This design comes from an exercise in tuning for small area, a short achievable clock period and few clock cycles per item on the open sky130 flow, not from production work.
Only simulation tests tie the RTL to the original design; equivalence was not proved.

Design cp2_tally, start of the top module:
module cp2_tally (
    input  wire         clk,
    input  wire         rst,
    input  wire         in_valid,
    output reg          in_ready,
    input  wire         in_meter,
    input  wire [255:0] in_rec,
    input  wire [63:0]  in_len,
    input  wire [1:0]   in_colour,
    input  wire [59:0]  in_now,
    output reg          out_valid,
    input  wire         out_ready,
    output reg  [255:0] out_rec,
    output reg  [1:0]   out_colour,
    output reg          out_bad
);
export LEC_CHECK = 0
export CAP_MARGIN = 20
export CORE_MARGIN = 2
export CORE_UTILIZATION = 40
export SLEW_MARGIN = 20
create_clock -name core_clock -period 22.0 [get_ports {clk}]
standard.sh (not shown) runs the stock make flow with config.mk's settings and CLKGATE_MAP_FILE= SYNTH_SCRIPT=/design/flow/synth_recipe.tcl, a recipe that flattens the netlist after the stock synthesis.
==> flow/flow/run.sh <==
#!/bin/bash
# The standard layout, with timing repair aiming at a setup slack of 14 ns
# instead of 0 (the clock period and constraints are unchanged).
set -euo pipefail
bash standard.sh SETUP_SLACK_MARGIN=14 finish > layout.log 2>&1
The first run finished with timing, DRC and antenna clean.
Testbench counts at the start, summed over its fixed seeds: cycles 10,409, items 3,200.
Change:
--- a/flow/design.v
+++ b/flow/design.v
@@ -2080,32 +2080,27 @@
                         (fp >= 25'd8000000)  ? (s_pf >= 26'd16000000) : (s_pf >= 26'd8000000);
     wire        zc    = late | satc;
     wire        zp    = late | satp;
     wire        a_c   = a_c0 & ~zc;
     wire        a_p   = a_p0 & ~zp;
     wire [35:0] qcm   = zc ? {1'b0, ~late, 34'd0} : qc;
     wire [35:0] qpm   = zp ? {1'b0, ~late, 34'd0} : qp;
     wire [1:0]  icm   = zc ? 2'd0 : ic;
     wire [1:0]  ipm   = zp ? 2'd0 : ip;
-    wire [63:0] pk_sum = {1'b0, rec[62:0]} + 64'd1;
-    wire [64:0] by_sum = {1'b0, rec[127:64]} + {1'b0, len};
+    wire [127:0] crec  = hv ? rec[127:0] : in_rec[127:0];
+    wire [63:0]  clen  = hv ? len : in_len;
+    wire [63:0] pk_sum = {1'b0, crec[62:0]} + 64'd1;
+    wire [64:0] by_sum = {1'b0, crec[127:64]} + {1'b0, clen};
     wire        pk_sat = pk_sum[63];
     wire        by_sat = by_sum[64];
     wire [62:0] pk_new = pk_sat ? {63{1'b1}} : pk_sum[62:0];
     wire [63:0] by_new = by_sat ? {64{1'b1}} : by_sum[63:0];
-    wire        sat_new = rec[63] | pk_sat | by_sat;
-    wire [63:0] ipk_sum = {1'b0, in_rec[62:0]} + 64'd1;
-    wire [64:0] iby_sum = {1'b0, in_rec[127:64]} + {1'b0, in_len};
-    wire        ipk_sat = ipk_sum[63];
-    wire        iby_sat = iby_sum[64];
-    wire [62:0] ipk_new = ipk_sat ? {63{1'b1}} : ipk_sum[62:0];
-    wire [63:0] iby_new = iby_sat ? {64{1'b1}} : iby_sum[63:0];
-    wire        isat_new = in_rec[63] | ipk_sat | iby_sat;
+    wire        sat_new = crec[63] | pk_sat | by_sat;
     wire        cin_green  = (colour == 2'd0);
     wire        cin_yellow = (colour == 2'd1);
     wire        cin_red    = colour[1];
     wire        len_hi     = |len[63:32];
     wire [31:0] len_lo     = len[31:0];
     wire [35:0] wq    = tr ? qpm : qcm;
     wire [1:0]  wi    = tr ? ipm : icm;
     wire [31:0] wb    = tr ? 32'd0 : tc;
     wire [31:0] wn    = tr ? 32'd0 : cbs;
@@ -2452,19 +2447,19 @@
                 out_bad    <= 1'b1;
             end else begin
                 out_rec    <= {1'b0, aware, mode, now, tp_new, tc_new,
                                pbs, cbs, pir, cir};
                 out_colour <= col_new;
                 out_bad    <= 1'b0;
             end
         end else if (direct) begin
             if (!in_meter) begin
-                out_rec    <= {128'd0, iby_new, isat_new, ipk_new};
+                out_rec    <= {128'd0, by_new, sat_new, pk_new};
                 out_colour <= 2'd0;
                 out_bad    <= 1'b0;
             end else begin
                 out_rec    <= in_rec;
                 out_colour <= 2'd0;
                 out_bad    <= 1'b1;
             end
         end
     end
Outcome: The changed run completed with no timing, DRC or antenna violations. Area after synthesis shrinks by 1.6%. Via count shrinks by 3.1%. Design area shrinks by 2.6%. Maximum frequency is about the same. First-iteration DRC count grows by 5.4%. Worst setup slack got worse by 15 ps. Sequential share of layout area grows by 0.61 points.
Testbench counts after the change, summed over its fixed seeds: cycles 10,409, items 3,200.

-- separate check: timing with driven ports --
Ports are ideal in the flow. The routed layouts listed here were re-timed in OpenROAD.
Step 1 sets driving cells, clkbuf_16 on the clock port and buf_2 on the other inputs (assumed; they add their load-dependent delay and slew).
Step 2 adds t to the input delays and takes it off the output delays; t is the mean of the earliest and latest rising clock arrival at the registers after step 1. Input paths then give back, and output paths get back, about the clock's delay inside the block.
Three values: ideal, step 1, step 2; two values: the first two.
run | t (ns) | setup WS [ns] | worst hold slack (ns) | worst slew at a driven data input, ns
the first run | 0.932 | 13.734 / 13.734 / 13.113 | 0.476 / 0.476 / 0.476 | 0.18
the second run | 0.933 | 13.719 / 13.781 / 12.848 | 0.446 / 0.446 / 0.446 | 0.24
After both steps setup and hold are still met in every run listed. For the second run, which loses most, drivers alone change the setup slack by +0.062 ns; drivers and shift together by -0.871 ns.
